Background: an optimization exercise with open tools, aiming at small area, a short achievable clock period and few clock cycles per item. Do not read the settings as production practice.
Function was checked by simulation only, so behaviour that the tests miss may differ from the original.
Power figures rest on the tool's default switching activity, not on a simulated workload.

$ cat run.sh
#!/bin/bash
# synth_recipe.tcl (not shown) runs the flow's synth.tcl, then flattens the netlist and writes it again
# the make line also repeats each setting of config.mk as NAME=value (left out here)
make -C /OpenROAD-flow-scripts/flow DESIGN_CONFIG=/design/flow/config.mk WORK_HOME=/design/flow/orfs CLKGATE_MAP_FILE= SYNTH_SCRIPT=/design/flow/synth_recipe.tcl finish
$ cat config.mk
export PLATFORM = sky130hd
export DESIGN_NAME = lns8_mac8
export DESIGN_NICKNAME = lns8_mac8
export VERILOG_FILES = /design/flow/design.v
export SDC_FILE = /design/flow/constraint.sdc
export NUM_CORES = 4
export LEC_CHECK = 0
export CAP_MARGIN = 20
export CELL_PAD_IN_SITES_DETAIL_PLACEMENT = 1
export CELL_PAD_IN_SITES_GLOBAL_PLACEMENT = 1
export CORE_MARGIN = 2
export CORE_UTILIZATION = 45
export GPL_ROUTABILITY_DRIVEN = 1
export PLACE_DENSITY = 0.55
export SLEW_MARGIN = 20
export SYNTH_MEMORY_MAX_BITS = 65536
$ cat constraint.sdc
create_clock -name core_clock -period 28.0 [get_ports {clk}]
set_input_delay 5.6000 -clock core_clock [delete_from_list [all_inputs] [get_ports {clk}]]
set_output_delay 5.6000 -clock core_clock [all_outputs]
set_load 0.01 [all_outputs]
$ cat design.v
module lns8_prod (
    input  wire [3:0]  klo,
    input  wire [3:0]  khi,
    output reg  [22:1] p,
    output reg         c
);
    always @(*) begin
        case ({klo, khi})
            8'd0: begin p = 22'd0; c = 1'b0; end
            8'd1: begin p = 22'd1116; c = 1'b0; end
            8'd2: begin p = 22'd1217; c = 1'b0; end
            8'd3: begin p = 22'd41; c = 1'b0; end
            8'd4: begin p = 22'd90; c = 1'b0; end
            8'd5: begin p = 22'd789; c = 1'b0; end
            8'd6: begin p = 22'd430; c = 1'b0; end
            8'd7: begin p = 22'd469; c = 1'b0; end
            8'd11: begin p = 22'd1; c = 1'b0; end
            8'd13: begin p = 22'd2; c = 1'b0; end
            8'd15: begin p = 22'd3; c = 1'b0; end
            8'd17: begin p = 22'd2493144; c = 1'b0; end
            8'd18: begin p = 22'd2718677; c = 1'b0; end
            8'd19: begin p = 22'd92669; c = 1'b0; end
            8'd20: begin p = 22'd202086; c = 1'b0; end
            8'd21: begin p = 22'd1762953; c = 1'b0; end
            8'd22: begin p = 22'd961306; c = 1'b0; end
            8'd23: begin p = 22'd1048393; c = 1'b0; end
            8'd27: begin p = 22'd3349; c = 1'b0; end
            8'd29: begin p = 22'd5582; c = 1'b0; end
            8'd31: begin p = 22'd7815; c = 1'b0; end
            8'd34: begin p = 22'd2964612; c = 1'b0; end
            8'd35: begin p = 22'd101052; c = 1'b0; end
            8'd36: begin p = 22'd220367; c = 1'b0; end
            8'd37: begin p = 22'd1922432; c = 1'b0; end
            8'd38: begin p = 22'd1048267; c = 1'b0; end
            8'd39: begin p = 22'd1143232; c = 1'b1; end
            8'd43: begin p = 22'd3652; c = 1'b0; end
            8'd45: begin p = 22'd6087; c = 1'b0; end
            8'd47: begin p = 22'd8522; c = 1'b1; end
            8'd51: begin p = 22'd3444; c = 1'b0; end
            8'd52: begin p = 22'd7511; c = 1'b0; end
            8'd53: begin p = 22'd65528; c = 1'b0; end
            8'd54: begin p = 22'd35731; c = 1'b1; end
            8'd55: begin p = 22'd38968; c = 1'b1; end
            8'd59: begin p = 22'd124; c = 1'b0; end
            8'd61: begin p = 22'd207; c = 1'b0; end
            8'd63: begin p = 22'd290; c = 1'b1; end
            8'd68: begin p = 22'd16380; c = 1'b0; end
            8'd69: begin p = 22'd142899; c = 1'b1; end
            8'd70: begin p = 22'd77920; c = 1'b1; end
            8'd71: begin p = 22'd84979; c = 1'b1; end
            8'd75: begin p = 22'd271; c = 1'b1; end
            8'd77: begin p = 22'd452; c = 1'b0; end
            8'd79: begin p = 22'd633; c = 1'b1; end
            8'd85: begin p = 22'd1246620; c = 1'b1; end
            8'd86: begin p = 22'd679759; c = 1'b1; end
            8'd87: begin p = 22'd741340; c = 1'b1; end
            8'd91: begin p = 22'd2368; c = 1'b1; end
            8'd93: begin p = 22'd3947; c = 1'b0; end
            8'd95: begin p = 22'd5526; c = 1'b1; end
            8'd102: begin p = 22'd370660; c = 1'b1; end
            8'd103: begin p = 22'd404239; c = 1'b1; end
            8'd107: begin p = 22'd1291; c = 1'b1; end
            8'd109: begin p = 22'd2152; c = 1'b1; end
            8'd111: begin p = 22'd3013; c = 1'b1; end
            8'd119: begin p = 22'd440860; c = 1'b1; end
            8'd123: begin p = 22'd1408; c = 1'b1; end
            8'd125: begin p = 22'd2347; c = 1'b1; end
            8'd127: begin p = 22'd3286; c = 1'b1; end
            8'd187: begin p = 22'd4; c = 1'b1; end
            8'd189: begin p = 22'd7; c = 1'b0; end
            8'd191: begin p = 22'd10; c = 1'b1; end
            8'd221: begin p = 22'd12; c = 1'b0; end
            8'd223: begin p = 22'd17; c = 1'b1; end
            8'd255: begin p = 22'd24; c = 1'b1; end
            default: begin p = 22'bx; c = 1'bx; end
        endcase
    end
endmodule
module lns8_add91 (
    input  wire [90:0] a,
    input  wire [90:0] b,
    input  wire        ci,
    output wire [90:0] s
);
    wire [90:0] p = a ^ b;
    wire [90:0] g = a & b;
    wire g0c = g[0] | (p[0] & ci);
    wire G0 = g[1] | (p[1] & g0c);
    wire P0 = p[1] & p[0];
    wire G1 = g[3] | (p[3] & g[2]);
    wire P1 = p[3] & p[2];
    wire G2 = g[5] | (p[5] & g[4]);
    wire P2 = p[5] & p[4];
    wire G3 = g[7] | (p[7] & g[6]);
    wire P3 = p[7] & p[6];
    wire G4 = g[9] | (p[9] & g[8]);
    wire P4 = p[9] & p[8];
    wire G5 = g[11] | (p[11] & g[10]);
    wire P5 = p[11] & p[10];
    wire G6 = g[13] | (p[13] & g[12]);
    wire P6 = p[13] & p[12];
    wire G7 = g[15] | (p[15] & g[14]);
    wire P7 = p[15] & p[14];
    wire G8 = g[17] | (p[17] & g[16]);
    wire P8 = p[17] & p[16];
    wire G9 = g[19] | (p[19] & g[18]);
    wire P9 = p[19] & p[18];
    wire G10 = g[21] | (p[21] & g[20]);
    wire P10 = p[21] & p[20];
    wire G11 = g[23] | (p[23] & g[22]);
    wire P11 = p[23] & p[22];
    wire G12 = g[25] | (p[25] & g[24]);
    wire P12 = p[25] & p[24];
    wire G13 = g[27] | (p[27] & g[26]);
    wire P13 = p[27] & p[26];
    wire G14 = g[29] | (p[29] & g[28]);
    wire P14 = p[29] & p[28];
    wire G15 = g[31] | (p[31] & g[30]);
    wire P15 = p[31] & p[30];
    wire G16 = g[33] | (p[33] & g[32]);
    wire P16 = p[33] & p[32];
    wire G17 = g[35] | (p[35] & g[34]);
    wire P17 = p[35] & p[34];
    wire G18 = g[37] | (p[37] & g[36]);
    wire P18 = p[37] & p[36];
    wire G19 = g[39] | (p[39] & g[38]);
    wire P19 = p[39] & p[38];
    wire G20 = g[41] | (p[41] & g[40]);
    wire P20 = p[41] & p[40];
    wire G21 = g[43] | (p[43] & g[42]);
    wire P21 = p[43] & p[42];
    wire G22 = g[45] | (p[45] & g[44]);
    wire P22 = p[45] & p[44];
    wire G23 = g[47] | (p[47] & g[46]);
    wire P23 = p[47] & p[46];
    wire G24 = g[49] | (p[49] & g[48]);
    wire P24 = p[49] & p[48];
    wire G25 = g[51] | (p[51] & g[50]);
    wire P25 = p[51] & p[50];
    wire G26 = g[53] | (p[53] & g[52]);
    wire P26 = p[53] & p[52];
    wire G27 = g[55] | (p[55] & g[54]);
    wire P27 = p[55] & p[54];
    wire G28 = g[57] | (p[57] & g[56]);
    wire P28 = p[57] & p[56];
    wire G29 = g[59] | (p[59] & g[58]);
    wire P29 = p[59] & p[58];
    wire G30 = g[61] | (p[61] & g[60]);
    wire P30 = p[61] & p[60];
    wire G31 = g[63] | (p[63] & g[62]);
    wire P31 = p[63] & p[62];
    wire G32 = g[65] | (p[65] & g[64]);
    wire P32 = p[65] & p[64];
    wire G33 = g[67] | (p[67] & g[66]);
    wire P33 = p[67] & p[66];
    wire G34 = g[69] | (p[69] & g[68]);
    wire P34 = p[69] & p[68];
    wire G35 = g[71] | (p[71] & g[70]);
    wire P35 = p[71] & p[70];
    wire G36 = g[73] | (p[73] & g[72]);
    wire P36 = p[73] & p[72];
    wire G37 = g[75] | (p[75] & g[74]);
    wire P37 = p[75] & p[74];
    wire G38 = g[77] | (p[77] & g[76]);
    wire P38 = p[77] & p[76];
    wire G39 = g[79] | (p[79] & g[78]);
    wire P39 = p[79] & p[78];
    wire G40 = g[81] | (p[81] & g[80]);
    wire P40 = p[81] & p[80];
    wire G41 = g[83] | (p[83] & g[82]);
    wire P41 = p[83] & p[82];
    wire G42 = g[85] | (p[85] & g[84]);
    wire P42 = p[85] & p[84];
    wire G43 = g[87] | (p[87] & g[86]);
    wire P43 = p[87] & p[86];
    wire G44 = g[89] | (p[89] & g[88]);
    wire P44 = p[89] & p[88];
    wire G45 = G1 | (P1 & G0);
    wire P45 = P1 & P0;
    wire G46 = G3 | (P3 & G2);
    wire P46 = P3 & P2;
    wire G47 = G5 | (P5 & G4);
    wire P47 = P5 & P4;
    wire G48 = G7 | (P7 & G6);
    wire P48 = P7 & P6;
    wire G49 = G9 | (P9 & G8);
    wire P49 = P9 & P8;
    wire G50 = G11 | (P11 & G10);
    wire P50 = P11 & P10;
    wire G51 = G13 | (P13 & G12);
    wire P51 = P13 & P12;
    wire G52 = G15 | (P15 & G14);
    wire P52 = P15 & P14;
    wire G53 = G17 | (P17 & G16);
    wire P53 = P17 & P16;
    wire G54 = G19 | (P19 & G18);
    wire P54 = P19 & P18;
    wire G55 = G21 | (P21 & G20);
    wire P55 = P21 & P20;
    wire G56 = G23 | (P23 & G22);
    wire P56 = P23 & P22;
    wire G57 = G25 | (P25 & G24);
    wire P57 = P25 & P24;
    wire G58 = G27 | (P27 & G26);
    wire P58 = P27 & P26;
    wire G59 = G29 | (P29 & G28);
    wire P59 = P29 & P28;
    wire G60 = G31 | (P31 & G30);
    wire P60 = P31 & P30;
    wire G61 = G33 | (P33 & G32);
    wire P61 = P33 & P32;
    wire G62 = G35 | (P35 & G34);
    wire P62 = P35 & P34;
    wire G63 = G37 | (P37 & G36);
    wire P63 = P37 & P36;
    wire G64 = G39 | (P39 & G38);
    wire P64 = P39 & P38;
    wire G65 = G41 | (P41 & G40);
    wire P65 = P41 & P40;
    wire G66 = G43 | (P43 & G42);
    wire P66 = P43 & P42;
    wire G67 = G46 | (P46 & G45);
    wire P67 = P46 & P45;
    wire G68 = G48 | (P48 & G47);
    wire P68 = P48 & P47;
    wire G69 = G50 | (P50 & G49);
    wire P69 = P50 & P49;
    wire G70 = G52 | (P52 & G51);
    wire P70 = P52 & P51;
    wire G71 = G54 | (P54 & G53);
    wire P71 = P54 & P53;
    wire G72 = G56 | (P56 & G55);
    wire P72 = P56 & P55;
    wire G73 = G58 | (P58 & G57);
    wire P73 = P58 & P57;
    wire G74 = G60 | (P60 & G59);
    wire P74 = P60 & P59;
    wire G75 = G62 | (P62 & G61);
    wire P75 = P62 & P61;
    wire G76 = G64 | (P64 & G63);
    wire P76 = P64 & P63;
    wire G77 = G66 | (P66 & G65);
    wire P77 = P66 & P65;
    wire G78 = G68 | (P68 & G67);
    wire P78 = P68 & P67;
    wire G79 = G70 | (P70 & G69);
    wire P79 = P70 & P69;
    wire G80 = G72 | (P72 & G71);
    wire P80 = P72 & P71;
    wire G81 = G74 | (P74 & G73);
    wire P81 = P74 & P73;
    wire G82 = G76 | (P76 & G75);
    wire P82 = P76 & P75;
    wire G83 = G79 | (P79 & G78);
    wire P83 = P79 & P78;
    wire G84 = G81 | (P81 & G80);
    wire P84 = P81 & P80;
    wire G85 = G84 | (P84 & G83);
    wire P85 = P84 & P83;
    wire G86 = G80 | (P80 & G83);
    wire P86 = P80 & P83;
    wire G87 = G82 | (P82 & G85);
    wire P87 = P82 & P85;
    wire G88 = G69 | (P69 & G78);
    wire P88 = P69 & P78;
    wire G89 = G71 | (P71 & G83);
    wire P89 = P71 & P83;
    wire G90 = G73 | (P73 & G86);
    wire P90 = P73 & P86;
    wire G91 = G75 | (P75 & G85);
    wire P91 = P75 & P85;
    wire G92 = G77 | (P77 & G87);
    wire P92 = P77 & P87;
    wire G93 = G47 | (P47 & G67);
    wire P93 = P47 & P67;
    wire G94 = G49 | (P49 & G78);
    wire P94 = P49 & P78;
    wire G95 = G51 | (P51 & G88);
    wire P95 = P51 & P88;
    wire G96 = G53 | (P53 & G83);
    wire P96 = P53 & P83;
    wire G97 = G55 | (P55 & G89);
    wire P97 = P55 & P89;
    wire G98 = G57 | (P57 & G86);
    wire P98 = P57 & P86;
    wire G99 = G59 | (P59 & G90);
    wire P99 = P59 & P90;
    wire G100 = G61 | (P61 & G85);
    wire P100 = P61 & P85;
    wire G101 = G63 | (P63 & G91);
    wire P101 = P63 & P91;
    wire G102 = G65 | (P65 & G87);
    wire P102 = P65 & P87;
    wire G103 = G2 | (P2 & G45);
    wire P103 = P2 & P45;
    wire G104 = G4 | (P4 & G67);
    wire P104 = P4 & P67;
    wire G105 = G6 | (P6 & G93);
    wire P105 = P6 & P93;
    wire G106 = G8 | (P8 & G78);
    wire P106 = P8 & P78;
    wire G107 = G10 | (P10 & G94);
    wire P107 = P10 & P94;
    wire G108 = G12 | (P12 & G88);
    wire P108 = P12 & P88;
    wire G109 = G14 | (P14 & G95);
    wire P109 = P14 & P95;
    wire G110 = G16 | (P16 & G83);
    wire P110 = P16 & P83;
    wire G111 = G18 | (P18 & G96);
    wire P111 = P18 & P96;
    wire G112 = G20 | (P20 & G89);
    wire P112 = P20 & P89;
    wire G113 = G22 | (P22 & G97);
    wire P113 = P22 & P97;
    wire G114 = G24 | (P24 & G86);
    wire P114 = P24 & P86;
    wire G115 = G26 | (P26 & G98);
    wire P115 = P26 & P98;
    wire G116 = G28 | (P28 & G90);
    wire P116 = P28 & P90;
    wire G117 = G30 | (P30 & G99);
    wire P117 = P30 & P99;
    wire G118 = G32 | (P32 & G85);
    wire P118 = P32 & P85;
    wire G119 = G34 | (P34 & G100);
    wire P119 = P34 & P100;
    wire G120 = G36 | (P36 & G91);
    wire P120 = P36 & P91;
    wire G121 = G38 | (P38 & G101);
    wire P121 = P38 & P101;
    wire G122 = G40 | (P40 & G87);
    wire P122 = P40 & P87;
    wire G123 = G42 | (P42 & G102);
    wire P123 = P42 & P102;
    wire G124 = G44 | (P44 & G92);
    wire P124 = P44 & P92;
    wire G125 = g[2] | (p[2] & G0);
    wire P125 = p[2] & P0;
    wire G126 = g[4] | (p[4] & G45);
    wire P126 = p[4] & P45;
    wire G127 = g[6] | (p[6] & G103);
    wire P127 = p[6] & P103;
    wire G128 = g[8] | (p[8] & G67);
    wire P128 = p[8] & P67;
    wire G129 = g[10] | (p[10] & G104);
    wire P129 = p[10] & P104;
    wire G130 = g[12] | (p[12] & G93);
    wire P130 = p[12] & P93;
    wire G131 = g[14] | (p[14] & G105);
    wire P131 = p[14] & P105;
    wire G132 = g[16] | (p[16] & G78);
    wire P132 = p[16] & P78;
    wire G133 = g[18] | (p[18] & G106);
    wire P133 = p[18] & P106;
    wire G134 = g[20] | (p[20] & G94);
    wire P134 = p[20] & P94;
    wire G135 = g[22] | (p[22] & G107);
    wire P135 = p[22] & P107;
    wire G136 = g[24] | (p[24] & G88);
    wire P136 = p[24] & P88;
    wire G137 = g[26] | (p[26] & G108);
    wire P137 = p[26] & P108;
    wire G138 = g[28] | (p[28] & G95);
    wire P138 = p[28] & P95;
    wire G139 = g[30] | (p[30] & G109);
    wire P139 = p[30] & P109;
    wire G140 = g[32] | (p[32] & G83);
    wire P140 = p[32] & P83;
    wire G141 = g[34] | (p[34] & G110);
    wire P141 = p[34] & P110;
    wire G142 = g[36] | (p[36] & G96);
    wire P142 = p[36] & P96;
    wire G143 = g[38] | (p[38] & G111);
    wire P143 = p[38] & P111;
    wire G144 = g[40] | (p[40] & G89);
    wire P144 = p[40] & P89;
    wire G145 = g[42] | (p[42] & G112);
    wire P145 = p[42] & P112;
    wire G146 = g[44] | (p[44] & G97);
    wire P146 = p[44] & P97;
    wire G147 = g[46] | (p[46] & G113);
    wire P147 = p[46] & P113;
    wire G148 = g[48] | (p[48] & G86);
    wire P148 = p[48] & P86;
    wire G149 = g[50] | (p[50] & G114);
    wire P149 = p[50] & P114;
    wire G150 = g[52] | (p[52] & G98);
    wire P150 = p[52] & P98;
    wire G151 = g[54] | (p[54] & G115);
    wire P151 = p[54] & P115;
    wire G152 = g[56] | (p[56] & G90);
    wire P152 = p[56] & P90;
    wire G153 = g[58] | (p[58] & G116);
    wire P153 = p[58] & P116;
    wire G154 = g[60] | (p[60] & G99);
    wire P154 = p[60] & P99;
    wire G155 = g[62] | (p[62] & G117);
    wire P155 = p[62] & P117;
    wire G156 = g[64] | (p[64] & G85);
    wire P156 = p[64] & P85;
    wire G157 = g[66] | (p[66] & G118);
    wire P157 = p[66] & P118;
    wire G158 = g[68] | (p[68] & G100);
    wire P158 = p[68] & P100;
    wire G159 = g[70] | (p[70] & G119);
    wire P159 = p[70] & P119;
    wire G160 = g[72] | (p[72] & G91);
    wire P160 = p[72] & P91;
    wire G161 = g[74] | (p[74] & G120);
    wire P161 = p[74] & P120;
    wire G162 = g[76] | (p[76] & G101);
    wire P162 = p[76] & P101;
    wire G163 = g[78] | (p[78] & G121);
    wire P163 = p[78] & P121;
    wire G164 = g[80] | (p[80] & G87);
    wire P164 = p[80] & P87;
    wire G165 = g[82] | (p[82] & G122);
    wire P165 = p[82] & P122;
    wire G166 = g[84] | (p[84] & G102);
    wire P166 = p[84] & P102;
    wire G167 = g[86] | (p[86] & G123);
    wire P167 = p[86] & P123;
    wire G168 = g[88] | (p[88] & G92);
    wire P168 = p[88] & P92;
    wire G169 = g[90] | (p[90] & G124);
    wire P169 = p[90] & P124;
    assign s[0] = p[0] ^ ci;
    assign s[1] = p[1] ^ g0c;
    assign s[2] = p[2] ^ G0;
    assign s[3] = p[3] ^ G125;
    assign s[4] = p[4] ^ G45;
    assign s[5] = p[5] ^ G126;
    assign s[6] = p[6] ^ G103;
    assign s[7] = p[7] ^ G127;
    assign s[8] = p[8] ^ G67;
    assign s[9] = p[9] ^ G128;
    assign s[10] = p[10] ^ G104;
    assign s[11] = p[11] ^ G129;
    assign s[12] = p[12] ^ G93;
    assign s[13] = p[13] ^ G130;
    assign s[14] = p[14] ^ G105;
    assign s[15] = p[15] ^ G131;
    assign s[16] = p[16] ^ G78;
    assign s[17] = p[17] ^ G132;
    assign s[18] = p[18] ^ G106;
    assign s[19] = p[19] ^ G133;
    assign s[20] = p[20] ^ G94;
    assign s[21] = p[21] ^ G134;
    assign s[22] = p[22] ^ G107;
    assign s[23] = p[23] ^ G135;
    assign s[24] = p[24] ^ G88;
    assign s[25] = p[25] ^ G136;
    assign s[26] = p[26] ^ G108;
    assign s[27] = p[27] ^ G137;
    assign s[28] = p[28] ^ G95;
    assign s[29] = p[29] ^ G138;
    assign s[30] = p[30] ^ G109;
    assign s[31] = p[31] ^ G139;
    assign s[32] = p[32] ^ G83;
    assign s[33] = p[33] ^ G140;
    assign s[34] = p[34] ^ G110;
    assign s[35] = p[35] ^ G141;
    assign s[36] = p[36] ^ G96;
    assign s[37] = p[37] ^ G142;
    assign s[38] = p[38] ^ G111;
    assign s[39] = p[39] ^ G143;
    assign s[40] = p[40] ^ G89;
    assign s[41] = p[41] ^ G144;
    assign s[42] = p[42] ^ G112;
    assign s[43] = p[43] ^ G145;
    assign s[44] = p[44] ^ G97;
    assign s[45] = p[45] ^ G146;
    assign s[46] = p[46] ^ G113;
    assign s[47] = p[47] ^ G147;
    assign s[48] = p[48] ^ G86;
    assign s[49] = p[49] ^ G148;
    assign s[50] = p[50] ^ G114;
    assign s[51] = p[51] ^ G149;
    assign s[52] = p[52] ^ G98;
    assign s[53] = p[53] ^ G150;
    assign s[54] = p[54] ^ G115;
    assign s[55] = p[55] ^ G151;
    assign s[56] = p[56] ^ G90;
    assign s[57] = p[57] ^ G152;
    assign s[58] = p[58] ^ G116;
    assign s[59] = p[59] ^ G153;
    assign s[60] = p[60] ^ G99;
    assign s[61] = p[61] ^ G154;
    assign s[62] = p[62] ^ G117;
    assign s[63] = p[63] ^ G155;
    assign s[64] = p[64] ^ G85;
    assign s[65] = p[65] ^ G156;
    assign s[66] = p[66] ^ G118;
    assign s[67] = p[67] ^ G157;
    assign s[68] = p[68] ^ G100;
    assign s[69] = p[69] ^ G158;
    assign s[70] = p[70] ^ G119;
    assign s[71] = p[71] ^ G159;
    assign s[72] = p[72] ^ G91;
    assign s[73] = p[73] ^ G160;
    assign s[74] = p[74] ^ G120;
    assign s[75] = p[75] ^ G161;
    assign s[76] = p[76] ^ G101;
    assign s[77] = p[77] ^ G162;
    assign s[78] = p[78] ^ G121;
    assign s[79] = p[79] ^ G163;
    assign s[80] = p[80] ^ G87;
    assign s[81] = p[81] ^ G164;
    assign s[82] = p[82] ^ G122;
    assign s[83] = p[83] ^ G165;
    assign s[84] = p[84] ^ G102;
    assign s[85] = p[85] ^ G166;
    assign s[86] = p[86] ^ G123;
    assign s[87] = p[87] ^ G167;
    assign s[88] = p[88] ^ G92;
    assign s[89] = p[89] ^ G168;
    assign s[90] = p[90] ^ G124;
endmodule
module lns8_mac8 (
    input  wire         clk,
    input  wire         rst,         
    input  wire         in_valid,
    output wire         in_ready,
    input  wire         in_clear,    
    input  wire         in_last,     
    input  wire [15:0]  in_wb,       
    input  wire [7:0]   in_xs,       
    input  wire [63:0]  in_xr,       
    input  wire [63:0]  in_a,        
    input  wire [63:0]  in_w,        
    output reg          out_valid,
    output reg  [63:0]  out_v,
    output reg  [15:0]  out_w,
    output reg  [1:0]   out_tag,     
    output reg          out_sat
);
    localparam N  = 8;
    localparam AW = 91;    
    localparam CW = 67;    
    assign in_ready = 1'b1;
    reg         v0, clr0, last0;
    reg         fresh;               
    reg  [63:0] a0, w0, xr0;
    reg  [7:0]  xs0;
    reg  [15:0] w_front;             
    always @(posedge clk) begin
        a0    <= in_a;
        w0    <= in_w;
        xr0   <= in_xr;
        xs0   <= in_xs;
        clr0  <= in_clear | fresh;
        last0 <= in_last;
        if (rst) begin
            v0      <= 1'b0;
            fresh   <= 1'b1;
            w_front <= 16'd0;
        end else begin
            v0 <= in_valid;
            if (in_valid) begin
                fresh <= 1'b0;
                if (in_clear)
                    w_front <= in_wb;
            end
        end
    end
    wire [16:0] d_full = {{9{xs0[7]}}, xs0} - {w_front[15], w_front};
    wire        d_in   = (d_full[16:8] == 9'h000) || (d_full[16:8] == 9'h1FF);
    wire        d_pos  = ~d_full[16];
    function [11:0] opdec;
        input [6:0] m;
        if (m[6:3] == 4'd0) begin
            case (m[2:0])
                3'd3:    opdec = {4'd11, 4'd0,  4'd2};
                3'd5:    opdec = {4'd13, 4'd0,  4'd3};
                3'd6:    opdec = {4'd11, 4'd1,  4'd3};
                3'd7:    opdec = {4'd15, 4'd0,  4'd3};
                3'd2:    opdec = {4'd0,  4'd1,  4'd2};
                3'd4:    opdec = {4'd0,  4'd2,  4'd3};
                default: opdec = {4'd0,  4'd0,  4'd1};
            endcase
        end else begin
            case (m[2:0])
                3'd0:    opdec = {4'd0, 4'd11, 4'd12};
                3'd1:    opdec = {4'd1, 4'd0,  4'd12};
                3'd2:    opdec = {4'd2, 4'd0,  4'd12};
                3'd3:    opdec = {4'd3, 4'd5,  4'd12};
                3'd4:    opdec = {4'd4, 4'd4,  4'd12};
                3'd5:    opdec = {4'd5, 4'd1,  4'd12};
                3'd6:    opdec = {4'd6, 4'd2,  4'd12};
                default: opdec = {4'd7, 4'd2,  4'd12};
            endcase
        end
    endfunction
    wire [22:1]  s1_p   [0:N-1];
    wire [6:0]   s1_t   [0:N-1];
    wire [N-1:0] s1_en, s1_neg, s1_clamp, s1_stk;
    wire [N-1:0] l_nan, l_pinf, l_ninf;
    genvar k;
    generate
        for (k = 0; k < N; k = k + 1) begin : dec
            wire [7:0] ca = a0[8*k +: 8];
            wire [7:0] cw = w0[8*k +: 8];
            wire [6:0] ma = ca[6:0];
            wire [6:0] mw = cw[6:0];
            wire a_zero  = (ma == 7'd0);
            wire w_zero  = (mw == 7'd0);
            wire a_inf   = (ma == 7'd127);
            wire w_inf   = (mw == 7'd127);
            wire neg_s   = ca[7] ^ cw[7];
            wire fin     = v0 & ~(a_zero | w_zero | a_inf | w_inf);
            wire any_inf = a_inf | w_inf;
            assign l_nan[k]  = v0 & ((a_zero & ca[7]) | (w_zero & cw[7]) |
                                     (any_inf & (a_zero | w_zero)));
            assign l_pinf[k] = v0 & any_inf & ~a_zero & ~w_zero & ~neg_s;
            assign l_ninf[k] = v0 & any_inf & ~a_zero & ~w_zero &  neg_s;
            wire [3:0] ka, kw, za, zw, ya, yw;
            assign {ka, za, ya} = opdec(ma);
            assign {kw, zw, yw} = opdec(mw);
            wire [3:0] ba = (ma[6:3] == 4'd0) ? 4'd9 : ma[6:3];
            wire [3:0] bw = (mw[6:3] == 4'd0) ? 4'd9 : mw[6:3];
            wire       swap = (ka > kw);
            wire       pc;
            lns8_prod u_prod (
                .klo(swap ? kw : ka),
                .khi(swap ? ka : kw),
                .p  (s1_p[k]),
                .c  (pc)
            );
            wire [4:0] bb = {1'b0, ba} + {1'b0, bw};
            wire [9:0] r  = {{2{xr0[8*k+7]}}, xr0[8*k +: 8]} + d_full[9:0];
            wire [9:0] t  = r + ({5'd0, bb} + {6'd0, za} + {6'd0, zw} - 10'd17);
            wire [9:0] tl = r + ({5'd0, bb} + {6'd0, ya} + {6'd0, yw} - 10'd105) + {9'd0, pc};
            wire under = d_in ? t[9] : ~d_pos;
            wire clamp = fin & (d_in ? ~tl[9] : d_pos);
            assign s1_t[k]     = t[6:0];
            assign s1_en[k]    = fin & ~under & ~clamp;
            assign s1_clamp[k] = clamp;
            assign s1_neg[k]   = fin & neg_s;
            assign s1_stk[k]   = (t[6:0] < 7'd22);
        end
    endgenerate
    reg  [22:1]  r1_p   [0:N-1];
    reg  [6:0]   r1_t   [0:N-1];
    reg  [N-1:0] r1_en, r1_neg, r1_clamp, r1_stk;
    reg          v1, clr1, last1;
    reg  [15:0]  w1;
    reg          nan1, pinf1, ninf1;
    integer i;
    always @(posedge clk) begin
        for (i = 0; i < N; i = i + 1) begin
            r1_p[i] <= s1_p[i];
            r1_t[i] <= s1_t[i];
        end
        r1_en    <= s1_en;
        r1_neg   <= s1_neg;
        r1_clamp <= s1_clamp;
        r1_stk   <= s1_stk;
        v1       <= v0 & ~rst;
        clr1     <= v0 & clr0;
        last1    <= last0;
        w1       <= w_front;
        nan1     <= |l_nan;
        pinf1    <= |l_pinf;
        ninf1    <= |l_ninf;
    end
    wire [63:0]  u [0:N-1];
    wire [N-1:0] cbit;
    generate
        for (k = 0; k < N; k = k + 1) begin : lane
            wire [22:0] p     = {r1_p[k], 1'b1};
            wire [6:0]  t     = r1_t[k];
            wire        clamp = r1_clamp[k];
            wire        en    = r1_en[k];
            wire        neg   = r1_neg[k];
            wire [29:0] y = {7'd0, p} << t[2:0];
            reg  [85:0] x;
            always @(*) begin
                case (t[6:3])
                    4'd0:    x = {56'd0, y};
                    4'd1:    x = {48'd0, y, 8'd0};
                    4'd2:    x = {40'd0, y, 16'd0};
                    4'd3:    x = {32'd0, y, 24'd0};
                    4'd4:    x = {24'd0, y, 32'd0};
                    4'd5:    x = {16'd0, y, 40'd0};
                    4'd6:    x = {8'd0, y, 48'd0};
                    4'd7:    x = {y, 56'd0};
                    4'd8:    x = {y[21:0], 64'd0};
                    4'd9:    x = {y[13:0], 72'd0};
                    4'd10:   x = {y[5:0], 80'd0};
                    default: x = 86'd0;
                endcase
            end
            wire [62:0] mag = ({63{en}} & x[85:23]) | {63{clamp}};
            wire        rb  = en & x[22] & (r1_stk[k] | x[23]);
            assign u[k]    = {~neg, mag ^ {63{neg}}};
            assign cbit[k] = neg ^ rb;
        end
    endgenerate
    function [CW-1:0] fa_s;
        input [CW-1:0] x, y, z;
        fa_s = x ^ y ^ z;
    endfunction
    function [CW-1:0] fa_c;
        input [CW-1:0] x, y, z;
        input          cin;
        fa_c = {((x & y) | (x & z) | (y & z)), cin};
    endfunction
    wire [CW-1:0] e0 = u[0], e1 = u[1], e2 = u[2], e3 = u[3];
    wire [CW-1:0] e4 = u[4], e5 = u[5], e6 = u[6], e7 = u[7];
    wire [CW-1:0] sa_ = fa_s(e0, e1, e2),    ca_ = fa_c(e0, e1, e2, cbit[0]);
    wire [CW-1:0] sb_ = fa_s(e3, e4, e5),    cb_ = fa_c(e3, e4, e5, cbit[1]);
    wire [CW-1:0] sc_ = fa_s(sa_, ca_, sb_), cc_ = fa_c(sa_, ca_, sb_, cbit[2]);
    wire [CW-1:0] sd_ = fa_s(cb_, e6, e7),   cd_ = fa_c(cb_, e6, e7, cbit[3]);
    wire [CW-1:0] se_ = fa_s(sc_, cc_, sd_), ce_ = fa_c(sc_, cc_, sd_, cbit[4]);
    wire [CW-1:0] sf_ = fa_s(se_, ce_, cd_), cf_ = fa_c(se_, ce_, cd_, cbit[5]);
    reg          v2, clr2, last2;
    reg [CW-1:0] s2, c2;
    reg [1:0]    cb2;
    reg [15:0]   w2;
    reg          nan2, pinf2, ninf2, clamp2;
    always @(posedge clk) begin
        s2     <= sf_;
        c2     <= cf_;
        cb2    <= cbit[7:6];
        w2     <= w1;
        clr2   <= clr1;
        last2  <= last1;
        nan2   <= nan1;
        pinf2  <= pinf1;
        ninf2  <= ninf1;
        clamp2 <= |r1_clamp;
        v2     <= v1 & ~rst;
    end
    reg signed [AW-1:0] acc;
    reg                 sat3, nan3, pinf3, ninf3;
    wire [AW-1:0] acc_in = clr2 ? {AW{1'b0}} : acc;
    wire [AW-1:0] bs = {{(AW-CW){1'b0}}, s2};
    wire [AW-1:0] bc = {{(AW-CW){1'b0}}, c2};
    wire [AW-1:0] ex = acc_in ^ bs ^ bc;
    wire [AW-1:0] ey = {(acc_in[AW-2:0] & bs[AW-2:0]) | (acc_in[AW-2:0] & bc[AW-2:0]) |
                        (bs[AW-2:0] & bc[AW-2:0]), cb2[0]};
    wire [AW-1:0] fx = {~(ex[AW-1:66] ^ ey[AW-1:66]), ex[65:0]};
    wire [AW-1:0] fy = {ex[AW-2:66] | ey[AW-2:66], 1'b0, ey[65:0]};
    wire [AW-1:0] acc_next;
    lns8_add91 u_add (.a(fx), .b(fy), .ci(cb2[1]), .s(acc_next));
    wire sat_next  = (clr2 ? 1'b0 : sat3)  | clamp2;
    wire nan_next  = (clr2 ? 1'b0 : nan3)  | nan2;
    wire pinf_next = (clr2 ? 1'b0 : pinf3) | pinf2;
    wire ninf_next = (clr2 ? 1'b0 : ninf3) | ninf2;
    reg          v3, last3;
    reg [15:0]   w3;
    always @(posedge clk) begin
        acc   <= acc_next;
        sat3  <= sat_next;
        nan3  <= nan_next;
        pinf3 <= pinf_next;
        ninf3 <= ninf_next;
        w3    <= w2;
        last3 <= last2;
        v3    <= v2 & ~rst;
    end
    wire in_range = (acc[AW-1:63] == {(AW-63){1'b0}}) || (acc[AW-1:63] == {(AW-63){1'b1}});
    wire special  = nan3 | pinf3 | ninf3;
    always @(posedge clk) begin
        out_valid <= v3 & last3 & ~rst;
        out_tag   <= (nan3 || (pinf3 && ninf3)) ? 2'b11 :
                     pinf3 ? 2'b01 :
                     ninf3 ? 2'b10 : 2'b00;
        out_v     <= special   ? 64'd0 :
                     in_range  ? acc[63:0] :
                     acc[AW-1] ? 64'h8000_0000_0000_0000 : 64'h7FFF_FFFF_FFFF_FFFF;
        out_w     <= special ? 16'd0 : w3;
        out_sat   <= sat3 | ~in_range;
    end
endmodule
==> results of run 1 <==
==> final cells by class <==
| type | count | area (µm²) | area share |
|---|---|---|---|
| Clock inverter | 60 | 803 | 0.00799 |
| Timing Repair Buffer | 471 | 4300 | 0.0428 |
| Inverter | 875 | 3290 | 0.0328 |
| Multi-Input combinational cell | 8994 | 68700 | 0.684 |
| Antenna cell | 13 | 32.5 | 0.000323 |
| Clock buffer | 126 | 2790 | 0.0278 |
| Sequential cell | 860 | 17300 | 0.172 |
| Tap cell | 2672 | 3340 | 0.0332 |
==> layer usage <==
| metal | wire length [µm] | GRT usage | vias to the layer above |
|---|---|---|---|
| li1 | - | - | 39988 |
| met1 | 161000 | 0.478 | 44575 |
| met2 | 173000 | 0.562 | 3801 |
| met3 | 31700 | 0.0650 | 653 |
| met4 | 19900 | 0.161 | 8 |
| met5 | 47 | 0 | - |
==> per-stage QoR <==
step	utilization	hold slack [ns]	power (mW)
2_1_floorplan	-	0.310	7.16
3_3_place_gp	0.478	0.310	9.52
3_5_place_dp	0.478	0.313	9.85
4_1_cts	0.496	0.328	11.4
5_1_grt	0.496	0.334	12.3
6_report	0.496	0.326	11.5
==> flip-flops by register name, indices dropped and copies added (netlist names), 64 cells and up <==
signal	count
xr0	64
w0	64
r1_p	176
s2	66
out_v	64
c2	66
a0	64
acc	91
==> report_power, final <==
group          internal [mW]  switching, mW
Combinational           2.98           4.99
Clock                  0.820          0.599
Sequential              1.66          0.402
==> placed cells by master (no fill, tap or decap), drive strengths merged, types with 41 or more instances in the layout <==
cell type	netlist	layout
a21oi	1142	1142
nor2	1112	1112
nand2	1093	1093
inv	862	871
dfxtp	860	860
ha	681	681
fa	594	594
o21ai	551	551
a22oi	480	480
xor2	423	423
xnor2	371	371
clkdlybuf4s50	0	304
o22ai	206	206
nor3	175	175
nand2b	170	170
a21o	167	167
buf	176	167
nor2b	154	154
mux2i	154	154
clkbuf	648	126
nand3	124	124
a222oi	121	121
a211oi	118	118
mux2	105	105
mux4	99	99
a31oi	84	84
and2	71	71
o211ai	68	68
nand4	49	49
a221oi	46	46
clkinv	13	44
or3	41	41
==> cells by family (layout without fill, tap and decap cells) <==
kind of cell | count (synthesis) | in the layout | synth area share
AO/OA/AOI/OAI | 3406 | 3406 | 0.238
AND/OR/NAND/NOR | 3159 | 3159 | 0.153
buffers and inverters | 1699 | 1532 | 0.0702
adder cells (fa/ha/maj) | 1276 | 1276 | 0.222
flip-flops | 860 | 860 | 0.187
XOR/XNOR | 794 | 794 | 0.0758
multiplexers | 358 | 358 | 0.0541
other | 1 | 14 | 0.0000408
==> how the worst max path moves through the flow <==
| stage | endpoint | slack, ns | cells past startpoint |
|---|---|---|---|
| after global routing | out_w[7] | 20.67 | 1 |
| final | out_w[7] | 20.72 | 1 |
| after CTS | out_w[7] | 20.67 | 1 |
| after global placement | w_front[0] | 21.04 | 4 |
| after detailed placement | w_front[1] | 20.88 | 4 |
| after floorplan | w_front[10] | 21.57 | 5 |
==> impl.org, run 1 <==
** Outcome
- The flow ran to the end and the layout has no timing, DRC or antenna violations.

** STA
- Max Clk Rate :: around 140 MHz
- Across all setup checks in the final design, the least slack found is 20.72 ns.
- Minimum clock period after layout :: 7.28 ns
- Skew final :: between 0.03 and 0.04 ns
- Max-slew headroom at the worst pin :: 0.199
- Final worst-path cycle share :: 0.260
- Unrepaired setup endpoints after global routing :: no
- Count of pins over their slew limit :: 0
- The final-report hold violation count was 0.
- Final Setup Violations :: 0
- Slew at the pin closest to its max-slew limit :: ~1.2 ns
- For the final routed database, the setup TNS stands at 0 ns.

** Detailed routing
- In the routed design, unresolved DRC markers number 0.
- The detailed router finished its first iteration with around 11k violations.
- Via density :: around 6.3
- The final layout contains routed wiring with a total length of between 300 and 400 mm.
- In this run the remaining antenna-violating nets after routing total 0.
- Dividing the detail-routed wire length by the instance count gives 27.4 µm.
- Summing over every cut layer, the via total after detailed routing is approximately 89k.
- Length of the first detailed-routing pass in iterations :: 13

** Placed design
- Port-buffer cells :: just over 300
- In this run the cell area measured after placement is around 0.097 mm².
- Timing analysis after detailed placement gives a worst setup slack of between 20 and 25 ns.
- Placed instance count :: between 10k and 15k
- Detailed placement ended at an HPWL of between 300 and 400 mm.
- The congestion estimate from routability-driven global placement came to 1.07.

** Clocking
- Clock tree from TritonCTS :: yes
- The number of setup buffers added after CTS is 0.
- In this run the number of H-tree levels came out at 3.
- # hold bufs at CTS :: 0
- In this run, CTS created clock tree buffers numbering 100.
- Post-cts gate resize count :: 0
- The clock reaches the later pin of the worst-skew pair after around 0.8 ns.
- Number of clock sinks :: 860
- Counting along the longest clock path gives a buffer depth of 3.
- The tree is rooted in a sky130_fd_sc_hd__clkbuf_16.
- After clock tree synthesis, the clock-pin slew on the worst setup and hold paths is 0.06 ns.

** Logic synthesis
- Cell count after synthesis :: 11.6k
- The largest total area in the synthesized netlist belongs to sky130_fd_sc_hd__dfxtp_1.
- The most common cell in the synthesized netlist is sky130_fd_sc_hd__a21oi_1.
- After synthesis the cells add up to slightly above 0.09 mm².
- Most used standard cells in the synthesized netlist :: sky130_fd_sc_hd__a21oi_1 (1137), sky130_fd_sc_hd__nor2_1 (1106), sky130_fd_sc_hd__nand2_1 (1092)
- Most instantiated flip-flop cell in the synthesis netlist :: sky130_fd_sc_hd__dfxtp_1
- The number of nets in the synthesized netlist is between 10k and 15k.
- After synthesis, the share of flip-flops with an asynchronous set or reset is 0.
- Sequential fraction of the synthesis area :: 0.187
- Yosys cell types :: approximately 110
- Number of enable flip-flop cells after synthesis :: 0
- In this run, synthesis produced a sequential element count of between 800 and 900.
- Number of warnings issued by yosys :: 6
- The average instance in the mapped netlist occupies 7.96 µm².
- After synthesis, the cell types taking the most area are sky130_fd_sc_hd__dfxtp_1 (19%), sky130_fd_sc_hd__fa_1 (13%), sky130_fd_sc_hd__ha_1 (9.3%).
- Portion of synthesized cell area occupied by the leading cell type :: 0.187

** Critical path
- Largest fanout on the critical path :: 1
- The number of cells on the worst reg-to-reg path is 19.
- The critical path goes through clkdlybuf4s50_1.
- Together, buffers and inverters on the worst path number 1.
- STA puts the critical path data required time at ~22 ns.
- Worst setup path startpoint :: out_w[7]
- Type of the worst setup path :: register to output pin
- On the critical path the largest part of the delay comes from buffers and inverters.
- At the worst endpoint, the arrival time is about 1.7 ns.
- The slowest stage of the critical path is the sky130_fd_sc_hd__clkdlybuf4s50_1 cell.
- Worst setup EP type :: output pin
- Endpoint of the worst register-to-register path :: r1_en[3]
- The worst register-to-register path has a setup slack of approximately 22 ns.
- In this run the critical register-to-register path is launched from a0[28].
- On the worst path, the slowest cell contributes a delay of approximately 0.55 ns.
- Critical Path Start Type :: register

** Floorplan
- The floorplan step set the die height to between 400 and 500 µm.
- In this run the count of I/O pins placed on the die edge is ~310.
- Width of the chip :: 456 µm
- Core Box Area :: 0.203 mm²
- Initial core utilization :: 0.454
- Placement Rows :: about 170
- The die covers roughly 0.21 mm².

** Final layout
- The finished layout holds about 14k standard cells, fillers aside.
- Summing all non-filler instances in the final layout gives an area of around 0.1 mm².
- In the final design database the tool counted around 13k nets.
- The filler cells instantiated in the layout total approximately 24k.
- In the final layout, the share of cells above drive strength 1 is 0.0619.
- From synthesis to final layout, the design area changed by 9.34%.

** Hold path
- In this run the most critical hold path is launched from w2[10].
- The worst hold path was traced through 0 stages.
- Worst min path class :: register to register
- Worst-case hold path end point :: w3[10]

** Global routing
- The initial antenna violation count came to 28.
- Pin count of the biggest net entering global routing :: 66
- The first global-routing pass estimated 575 mm of wire.
- Aggregate global-route resource usage :: 0.358
- Global routing finished with a remaining overflow of 0.
- The number of global-route vias before repair came to slightly below 90k.

** Power and ir drop
- In this run the power density over the cells is between 100 and 150 mW/mm².
- Across the VDD grid, the largest voltage drop is ~0.000072 V.
- Leakage component of the power :: approximately 40 nW

** Job
- Max-cap violations in this run came to 0.
Testbench counts, summed over its fixed seeds: cycles 24,040, rows 24,000.
==> inputs of run 2 (changes only) <==
--- a/design.v
+++ b/design.v
@@ -3,4 +3,3 @@
     input  wire [3:0]  khi,
-    output reg  [22:1] p,
-    output reg         c
+    output reg  [22:1] p
 );
@@ -8,69 +7,201 @@
         case ({klo, khi})
-            8'd0: begin p = 22'd0; c = 1'b0; end
-            8'd1: begin p = 22'd1116; c = 1'b0; end
-            8'd2: begin p = 22'd1217; c = 1'b0; end
-            8'd3: begin p = 22'd41; c = 1'b0; end
-            8'd4: begin p = 22'd90; c = 1'b0; end
-            8'd5: begin p = 22'd789; c = 1'b0; end
-            8'd6: begin p = 22'd430; c = 1'b0; end
-            8'd7: begin p = 22'd469; c = 1'b0; end
-            8'd11: begin p = 22'd1; c = 1'b0; end
-            8'd13: begin p = 22'd2; c = 1'b0; end
-            8'd15: begin p = 22'd3; c = 1'b0; end
-            8'd17: begin p = 22'd2493144; c = 1'b0; end
-            8'd18: begin p = 22'd2718677; c = 1'b0; end
-            8'd19: begin p = 22'd92669; c = 1'b0; end
-            8'd20: begin p = 22'd202086; c = 1'b0; end
-            8'd21: begin p = 22'd1762953; c = 1'b0; end
-            8'd22: begin p = 22'd961306; c = 1'b0; end
-            8'd23: begin p = 22'd1048393; c = 1'b0; end
-            8'd27: begin p = 22'd3349; c = 1'b0; end
-            8'd29: begin p = 22'd5582; c = 1'b0; end
-            8'd31: begin p = 22'd7815; c = 1'b0; end
-            8'd34: begin p = 22'd2964612; c = 1'b0; end
-            8'd35: begin p = 22'd101052; c = 1'b0; end
-            8'd36: begin p = 22'd220367; c = 1'b0; end
-            8'd37: begin p = 22'd1922432; c = 1'b0; end
-            8'd38: begin p = 22'd1048267; c = 1'b0; end
-            8'd39: begin p = 22'd1143232; c = 1'b1; end
-            8'd43: begin p = 22'd3652; c = 1'b0; end
-            8'd45: begin p = 22'd6087; c = 1'b0; end
-            8'd47: begin p = 22'd8522; c = 1'b1; end
-            8'd51: begin p = 22'd3444; c = 1'b0; end
-            8'd52: begin p = 22'd7511; c = 1'b0; end
-            8'd53: begin p = 22'd65528; c = 1'b0; end
-            8'd54: begin p = 22'd35731; c = 1'b1; end
-            8'd55: begin p = 22'd38968; c = 1'b1; end
-            8'd59: begin p = 22'd124; c = 1'b0; end
-            8'd61: begin p = 22'd207; c = 1'b0; end
-            8'd63: begin p = 22'd290; c = 1'b1; end
-            8'd68: begin p = 22'd16380; c = 1'b0; end
-            8'd69: begin p = 22'd142899; c = 1'b1; end
-            8'd70: begin p = 22'd77920; c = 1'b1; end
-            8'd71: begin p = 22'd84979; c = 1'b1; end
-            8'd75: begin p = 22'd271; c = 1'b1; end
-            8'd77: begin p = 22'd452; c = 1'b0; end
-            8'd79: begin p = 22'd633; c = 1'b1; end
-            8'd85: begin p = 22'd1246620; c = 1'b1; end
-            8'd86: begin p = 22'd679759; c = 1'b1; end
-            8'd87: begin p = 22'd741340; c = 1'b1; end
-            8'd91: begin p = 22'd2368; c = 1'b1; end
-            8'd93: begin p = 22'd3947; c = 1'b0; end
-            8'd95: begin p = 22'd5526; c = 1'b1; end
-            8'd102: begin p = 22'd370660; c = 1'b1; end
-            8'd103: begin p = 22'd404239; c = 1'b1; end
-            8'd107: begin p = 22'd1291; c = 1'b1; end
-            8'd109: begin p = 22'd2152; c = 1'b1; end
-            8'd111: begin p = 22'd3013; c = 1'b1; end
-            8'd119: begin p = 22'd440860; c = 1'b1; end
-            8'd123: begin p = 22'd1408; c = 1'b1; end
-            8'd125: begin p = 22'd2347; c = 1'b1; end
-            8'd127: begin p = 22'd3286; c = 1'b1; end
-            8'd187: begin p = 22'd4; c = 1'b1; end
-            8'd189: begin p = 22'd7; c = 1'b0; end
-            8'd191: begin p = 22'd10; c = 1'b1; end
-            8'd221: begin p = 22'd12; c = 1'b0; end
-            8'd223: begin p = 22'd17; c = 1'b1; end
-            8'd255: begin p = 22'd24; c = 1'b1; end
-            default: begin p = 22'bx; c = 1'bx; end
+            8'd0: p = 22'd0;
+            8'd1: p = 22'd1116;
+            8'd2: p = 22'd1217;
+            8'd3: p = 22'd41;
+            8'd4: p = 22'd90;
+            8'd5: p = 22'd789;
+            8'd6: p = 22'd430;
+            8'd7: p = 22'd469;
+            8'd11: p = 22'd1;
+            8'd13: p = 22'd2;
+            8'd15: p = 22'd3;
+            8'd17: p = 22'd2493144;
+            8'd18: p = 22'd2718677;
+            8'd19: p = 22'd92669;
+            8'd20: p = 22'd202086;
+            8'd21: p = 22'd1762953;
+            8'd22: p = 22'd961306;
+            8'd23: p = 22'd1048393;
+            8'd27: p = 22'd3349;
+            8'd29: p = 22'd5582;
+            8'd31: p = 22'd7815;
+            8'd34: p = 22'd2964612;
+            8'd35: p = 22'd101052;
+            8'd36: p = 22'd220367;
+            8'd37: p = 22'd1922432;
+            8'd38: p = 22'd1048267;
+            8'd39: p = 22'd1143232;
+            8'd43: p = 22'd3652;
+            8'd45: p = 22'd6087;
+            8'd47: p = 22'd8522;
+            8'd51: p = 22'd3444;
+            8'd52: p = 22'd7511;
+            8'd53: p = 22'd65528;
+            8'd54: p = 22'd35731;
+            8'd55: p = 22'd38968;
+            8'd59: p = 22'd124;
+            8'd61: p = 22'd207;
+            8'd63: p = 22'd290;
+            8'd68: p = 22'd16380;
+            8'd69: p = 22'd142899;
+            8'd70: p = 22'd77920;
+            8'd71: p = 22'd84979;
+            8'd75: p = 22'd271;
+            8'd77: p = 22'd452;
+            8'd79: p = 22'd633;
+            8'd85: p = 22'd1246620;
+            8'd86: p = 22'd679759;
+            8'd87: p = 22'd741340;
+            8'd91: p = 22'd2368;
+            8'd93: p = 22'd3947;
+            8'd95: p = 22'd5526;
+            8'd102: p = 22'd370660;
+            8'd103: p = 22'd404239;
+            8'd107: p = 22'd1291;
+            8'd109: p = 22'd2152;
+            8'd111: p = 22'd3013;
+            8'd119: p = 22'd440860;
+            8'd123: p = 22'd1408;
+            8'd125: p = 22'd2347;
+            8'd127: p = 22'd3286;
+            8'd187: p = 22'd4;
+            8'd189: p = 22'd7;
+            8'd191: p = 22'd10;
+            8'd221: p = 22'd12;
+            8'd223: p = 22'd17;
+            8'd255: p = 22'd24;
+            default: p = 22'bx;
+        endcase
+    end
+endmodule
+module lns8_pc (
+    input  wire [3:0] ka,
+    input  wire [3:0] kw,
+    output reg        c
+);
+    always @(*) begin
+        case ({ka, kw})
+            8'd0: c = 1'b0;
+            8'd1: c = 1'b0;
+            8'd2: c = 1'b0;
+            8'd3: c = 1'b0;
+            8'd4: c = 1'b0;
+            8'd5: c = 1'b0;
+            8'd6: c = 1'b0;
+            8'd7: c = 1'b0;
+            8'd11: c = 1'b0;
+            8'd13: c = 1'b0;
+            8'd15: c = 1'b0;
+            8'd16: c = 1'b0;
+            8'd17: c = 1'b0;
+            8'd18: c = 1'b0;
+            8'd19: c = 1'b0;
+            8'd20: c = 1'b0;
+            8'd21: c = 1'b0;
+            8'd22: c = 1'b0;
+            8'd23: c = 1'b0;
+            8'd27: c = 1'b0;
+            8'd29: c = 1'b0;
+            8'd31: c = 1'b0;
+            8'd32: c = 1'b0;
+            8'd33: c = 1'b0;
+            8'd34: c = 1'b0;
+            8'd35: c = 1'b0;
+            8'd36: c = 1'b0;
+            8'd37: c = 1'b0;
+            8'd38: c = 1'b0;
+            8'd39: c = 1'b1;
+            8'd43: c = 1'b0;
+            8'd45: c = 1'b0;
+            8'd47: c = 1'b1;
+            8'd48: c = 1'b0;
+            8'd49: c = 1'b0;
+            8'd50: c = 1'b0;
+            8'd51: c = 1'b0;
+            8'd52: c = 1'b0;
+            8'd53: c = 1'b0;
+            8'd54: c = 1'b1;
+            8'd55: c = 1'b1;
+            8'd59: c = 1'b0;
+            8'd61: c = 1'b0;
+            8'd63: c = 1'b1;
+            8'd64: c = 1'b0;
+            8'd65: c = 1'b0;
+            8'd66: c = 1'b0;
+            8'd67: c = 1'b0;
+            8'd68: c = 1'b0;
+            8'd69: c = 1'b1;
+            8'd70: c = 1'b1;
+            8'd71: c = 1'b1;
+            8'd75: c = 1'b1;
+            8'd77: c = 1'b0;
+            8'd79: c = 1'b1;
+            8'd80: c = 1'b0;
+            8'd81: c = 1'b0;
+            8'd82: c = 1'b0;
+            8'd83: c = 1'b0;
+            8'd84: c = 1'b1;
+            8'd85: c = 1'b1;
+            8'd86: c = 1'b1;
+            8'd87: c = 1'b1;
+            8'd91: c = 1'b1;
+            8'd93: c = 1'b0;
+            8'd95: c = 1'b1;
+            8'd96: c = 1'b0;
+            8'd97: c = 1'b0;
+            8'd98: c = 1'b0;
+            8'd99: c = 1'b1;
+            8'd100: c = 1'b1;
+            8'd101: c = 1'b1;
+            8'd102: c = 1'b1;
+            8'd103: c = 1'b1;
+            8'd107: c = 1'b1;
+            8'd109: c = 1'b1;
+            8'd111: c = 1'b1;
+            8'd112: c = 1'b0;
+            8'd113: c = 1'b0;
+            8'd114: c = 1'b1;
+            8'd115: c = 1'b1;
+            8'd116: c = 1'b1;
+            8'd117: c = 1'b1;
+            8'd118: c = 1'b1;
+            8'd119: c = 1'b1;
+            8'd123: c = 1'b1;
+            8'd125: c = 1'b1;
+            8'd127: c = 1'b1;
+            8'd176: c = 1'b0;
+            8'd177: c = 1'b0;
+            8'd178: c = 1'b0;
+            8'd179: c = 1'b0;
+            8'd180: c = 1'b1;
+            8'd181: c = 1'b1;
+            8'd182: c = 1'b1;
+            8'd183: c = 1'b1;
+            8'd187: c = 1'b1;
+            8'd189: c = 1'b0;
+            8'd191: c = 1'b1;
+            8'd208: c = 1'b0;
+            8'd209: c = 1'b0;
+            8'd210: c = 1'b0;
+            8'd211: c = 1'b0;
+            8'd212: c = 1'b0;
+            8'd213: c = 1'b0;
+            8'd214: c = 1'b1;
+            8'd215: c = 1'b1;
+            8'd219: c = 1'b0;
+            8'd221: c = 1'b0;
+            8'd223: c = 1'b1;
+            8'd240: c = 1'b0;
+            8'd241: c = 1'b0;
+            8'd242: c = 1'b1;
+            8'd243: c = 1'b1;
+            8'd244: c = 1'b1;
+            8'd245: c = 1'b1;
+            8'd246: c = 1'b1;
+            8'd247: c = 1'b1;
+            8'd251: c = 1'b1;
+            8'd253: c = 1'b1;
+            8'd255: c = 1'b1;
+            default: c = 1'bx;
         endcase
@@ -622,3 +753,2 @@
             wire       swap = (ka > kw);
-            wire       pc;
             lns8_prod u_prod (
@@ -626,5 +756,6 @@
                 .khi(swap ? ka : kw),
-                .p  (s1_p[k]),
-                .c  (pc)
+                .p  (s1_p[k])
             );
+            wire       pc;
+            lns8_pc u_pc (.ka(ka), .kw(kw), .c(pc));
             wire [4:0] bb = {1'b0, ba} + {1'b0, bw};
==> flow/run.sh (new file) <==
#!/bin/bash
set -euo pipefail
export BUFFER_PORTS_ARGS="-buffer_cell sky130_fd_sc_hd__buf_2"
bash standard.sh > standard.log 2>&1
==> standard.sh (new file) <==
#!/bin/bash
# synth_recipe.tcl (not shown) runs the flow's synth.tcl, then flattens the netlist and writes it again
# the make line also repeats each setting of config.mk as NAME=value (left out here)
make -C /OpenROAD-flow-scripts/flow DESIGN_CONFIG=/design/flow/config.mk WORK_HOME=/design/flow/orfs CLKGATE_MAP_FILE= SYNTH_SCRIPT=/design/flow/synth_recipe.tcl "${@:-finish}"
--- a/config.mk
+++ b/config.mk
@@ -14,3 +14,3 @@
 export PLACE_DENSITY = 0.55
-export SLEW_MARGIN = 20
+export SLEW_MARGIN = 50
 export SYNTH_MEMORY_MAX_BITS = 65536
removed: run.sh
==> run 2 against run 1 <==
Compared with the run above: largest cell class unchanged; worst hold slack better by 0.00070 ns; via count is 1.3% higher; clock power is 3% higher; largest power group unchanged.
==> impl.org, run 2 <==
** Outcome
- Result of the run :: finished clean

** Detailed routing
- After the first detailed-routing iteration, the DRC count stood at ~11k.
- Post-Route WL :: 394 mm
- Length of the first detailed-routing pass in iterations :: 10
- DRC viols :: 0
- For this block, the via count after detailed routing is 90.2k.
- In this run the remaining antenna-violating nets after routing total 0.
- In the final routed layout, each cell accounts on average for about 28 µm.
- Via density :: about 6.3

** Clocking
- TritonCTS built the clock tree.
- # hold bufs at CTS :: 0
- The tree is rooted in a sky130_fd_sc_hd__clkbuf_16.
- Counting along the longest clock path gives a buffer depth of 3.
- In this run the post-CTS setup repair buffer count came out at 0.
- Clock buffer count from CTS :: 101
- CTS built an H-tree with a depth of 3.
- Once the clock tree was built, the resizer swapped 0 gates to a different size.
- Clock-pin transition on the worst setup and hold timing paths :: about 0.060 ns
- Worst-skew pair later-pin latency :: 0.82 ns
- The tree built by TritonCTS fans out to 860 sinks.

** Logic synthesis
- Ranked by instance count, the synthesized netlist is headed by sky130_fd_sc_hd__a21oi_1 (1142), sky130_fd_sc_hd__nor2_1 (1128), sky130_fd_sc_hd__nand2_1 (1097).
- In the synthesized netlist the dominant register cell turns out to be sky130_fd_sc_hd__dfxtp_1.
- For this run, the register share of the synthesized area comes to 0.186.
- The number of nets handed over by synthesis was around 13k.
- In the synthesized netlist the async set-or-reset flop fraction comes to 0.
- Averaged over all synthesized cells, the footprint is just under 8 µm².
- Synthesis produced 11.7k cells.
- The synthesized design spends more area on one cell type than any other, namely sky130_fd_sc_hd__dfxtp_1.
- Cell types with the largest area share after synthesis :: sky130_fd_sc_hd__dfxtp_1 (19%), sky130_fd_sc_hd__fa_1 (13%), sky130_fd_sc_hd__ha_1 (9.1%)
- Combined area of all synthesized cells :: just over 0.09 mm²
- Yosys cell types :: around 100
- Portion of synthesized cell area occupied by the leading cell type :: 0.186
- Yosys printed 7 warnings.
- In this run, synthesis inferred 0 flip-flops with an integrated enable.
- Library cell with the highest instance count after synthesis :: sky130_fd_sc_hd__a21oi_1
- Synth Register Bits :: between 800 and 900

** Critical path
- Cell at the slowest stage of the critical path :: sky130_fd_sc_hd__dfxtp_1
- Reg2Reg Setup Slack :: roughly 22 ns
- STA puts the critical path data arrival time at around 1.3 ns.
- Cell-by-cell trace of the critical path :: buf_2
- Delay of the slowest cell on the worst path :: around 0.34 ns
- Broken down by cell family, the worst path's largest delay share belongs to flip-flops.
- Largest fanout on the critical path :: 1
- Worst Path Required :: ~22 ns
- Type of the worst setup path :: register to output pin
- Worst path bufs/invs :: 1
- The worst setup path is captured at an output pin.
- STA classifies the critical path startpoint as a register.

** Final layout
- The register with the most flip-flops in the layout has between 150 and 200 of them.
- Fin area :: about 0.10 mm²
- Commonest non-fill, non-tap cell in the layout :: sky130_fd_sc_hd__a21oi_1
- Largest registers :: r1_p: 176 flops, acc: 91 flops
- Fill cell count :: ~25k
- The final layout contains around 13k nets.
- Biggest register :: r1_p
- Compared with the post-synthesis result, the final layout area differs by 9.06%.
- Utilization after layout :: 0.493
- The top cell types in the final layout, fill and taps aside, are sky130_fd_sc_hd__a21oi_1 (1134), sky130_fd_sc_hd__nand2_1 (1097), sky130_fd_sc_hd__nor2_1 (1089).
- In the final layout, the share of cells above drive strength 1 is 0.108.

** STA
- Setup violations remaining at the end of the flow were counted as 0.
- TNS Setup :: 0 ns
- Unrepaired setup endpoints after global routing :: no
- Max-slew headroom at the worst pin :: 0.453
- Final hold viol count :: 0
- Slew at the pin closest to its max-slew limit :: ~0.82 ns
- Of the available clock period, the critical path in the final layout requires 0.245.
- Counting I/O delays and the setup requirement, the final critical path takes a little under 7 ns.
- Clock skew on the completed layout was measured at 0.0811 ns.
- Static timing analysis puts the maximum clock frequency at between 100 and 150 MHz.
- The total count of max-transition violations in the final report was 0.

** Floorplan
- Vertical extent of the die :: about 460 µm
- The die is around 460 µm wide.
- After floorplanning, the core was sized to cover just over 0.2 mm².
- The die covers 0.209 mm².
- Placement Rows :: ~170
- For this configuration, the core starts out at a cell density of 0.452.
- During I/O placement, the number of pins put on the boundary was between 300 and 400.

** Global routing
- The initial antenna violation count is 50.
- The number of global-route vias before repair came to 89.4k.
- After global routing the overflow that remains totals 0.
- Aggregate global-route resource usage :: 0.365
- The first global-routing pass estimated a little under 600 mm of wire.
- Pin count of the biggest net entering global routing :: 66

** Power and ir drop
- Dividing total power by cell area gives a power density of about 110 mW/mm².
- Of the total power, the share spent switching nets is 0.526.
- Leakage component of the power :: approximately 40 nW
- Switching Power :: 6.10 mW
- Of the total power, the clock network draws 0.125.
- Internal Pwr Total :: roughly 5.5 mW
- Combinational power share :: 0.694
- Fraction of power consumed by sequential logic :: 0.180
- Worst vdd rail ir drop :: just under 0.00008 V

** Hold path
- The tightest min-delay check is of the register to register type.

** Job
- Maximum Capacitance Violations :: 0

** Placed design
- DPL Wire Length :: about 300 mm
- Routability congestion estimate from global placement :: about 1.0
- After detailed placement, the total cell area comes to between 0.09 and 0.1 mm².
- The count of buffers added on input and output ports is ~300.
==> run 2: changes by cell type in the layout (fill, tap and decap cells not counted), moves of 34 or more <==
cell                              previous run  this run
sky130_fd_sc_hd__dfxtp_1                   843       809
sky130_fd_sc_hd__buf_2                       0       305
sky130_fd_sc_hd__clkdlybuf4s50_1           304         0
sky130_fd_sc_hd__xnor2_1                   366       311
sky130_fd_sc_hd__o22ai_1                   206       153
sky130_fd_sc_hd__nor3_1                    156       195
sky130_fd_sc_hd__o21ai_0                   481       515
sky130_fd_sc_hd__inv_1                     850       888
==> run 2: cells by family (layout without fill, tap and decap cells) <==
kind of cell	Yosys count	after routing	synth area share
other	1	28	0.0000405
flip-flops	860	860	0.186
AND/OR/NAND/NOR	3261	3261	0.158
XOR/XNOR	783	783	0.0743
AO/OA/AOI/OAI	3384	3384	0.235
buffers and inverters	1744	1605	0.0720
multiplexers	371	371	0.0550
adder cells (fa/ha/maj)	1271	1271	0.220
==> run 2: per-stage QoR <==
stage,std cells,hold slack [ns],power [mW],setup WS (ns)
floorplan,11675,0.310,7.18,21.57
global placement,14017,0.310,9.53,21.51
detailed placement,14037,0.313,9.91,21.44
CTS,14222,0.327,11.4,21.06
global route,14230,0.330,12.4,21.06
finish,14251,0.326,11.6,21.13
==> run 2: power by group through the flow <==
stage / logic (mW) / clock network [mW] / registers [mW]
2_1_floorplan: 5.33 / 0 / 1.85
3_3_place_gp: 7.46 / 0 / 2.07
3_5_place_dp: 7.81 / 0 / 2.10
4_1_cts: 7.87 / 1.49 / 2.08
5_1_grt: 8.74 / 1.54 / 2.14
6_report: 8.05 / 1.46 / 2.09
==> run 2: worst paths after layout <==
| kind | to | start | cells after the start |
|---|---|---|---|
| setup / recovery | out_w[14] | out_w[14] | 1 |
| hold / removal | ninf2 | ninf1 | 0 |
| setup reg to reg | r1_en[2] | w0[20] | 22 |
| hold reg to reg | ninf2 | ninf1 | 0 |
==> run 2: layout make-up <==
type                            instances  area, µm²  share of cell area
Timing Repair Buffer                  500       3130              0.0310
Multi-Input combinational cell       9071      69900               0.693
Clock inverter                         53        850             0.00842
Sequential cell                       860      17300               0.171
Antenna cell                           27       67.6            0.000670
Clock buffer                          132       2820              0.0280
Inverter                              920       3470              0.0344
Tap cell                             2688       3360              0.0333
==> run 2: metal layers <==
metal	track usage	wire length (µm)	vias to the layer above
li1	-	-	40420
met1	0.500	167000	45090
met2	0.556	173000	4009
met3	0.0694	33900	641
met4	0.163	19700	18
met5	0	102	-
Testbench counts of run 2, summed over its fixed seeds: cycles 24,040, rows 24,000.

==> what the ideal ports hide <==
No port has a modelled driver above. Below, the same layouts with a new extraction and two added sets of constraints.
Step 1 assumes that a clkbuf_16 drives the clock port and a buf_2 every other input.
Step 2 moves the port delays by t, midway between the first and last clock arrival at a register: inputs arrive t later, outputs are due t later. That takes back most of the time a late clock gives input paths.
Slacks: ideal / step 1 / step 2; pairs: ideal / step 1.
| run | t, ns | setup WS [ns] | worst data-port slew with drivers (ns) | pins driven straight from the clock port |
|---|---|---|---|---|
| run 1 | 0.879 | 20.724 / 20.627 / 20.857 | 0.07 | 1 |
| run 2 | 0.879 | 21.128 / 21.027 / 21.425 | 0.08 | 1 |
After both steps every run listed still meets setup and hold.
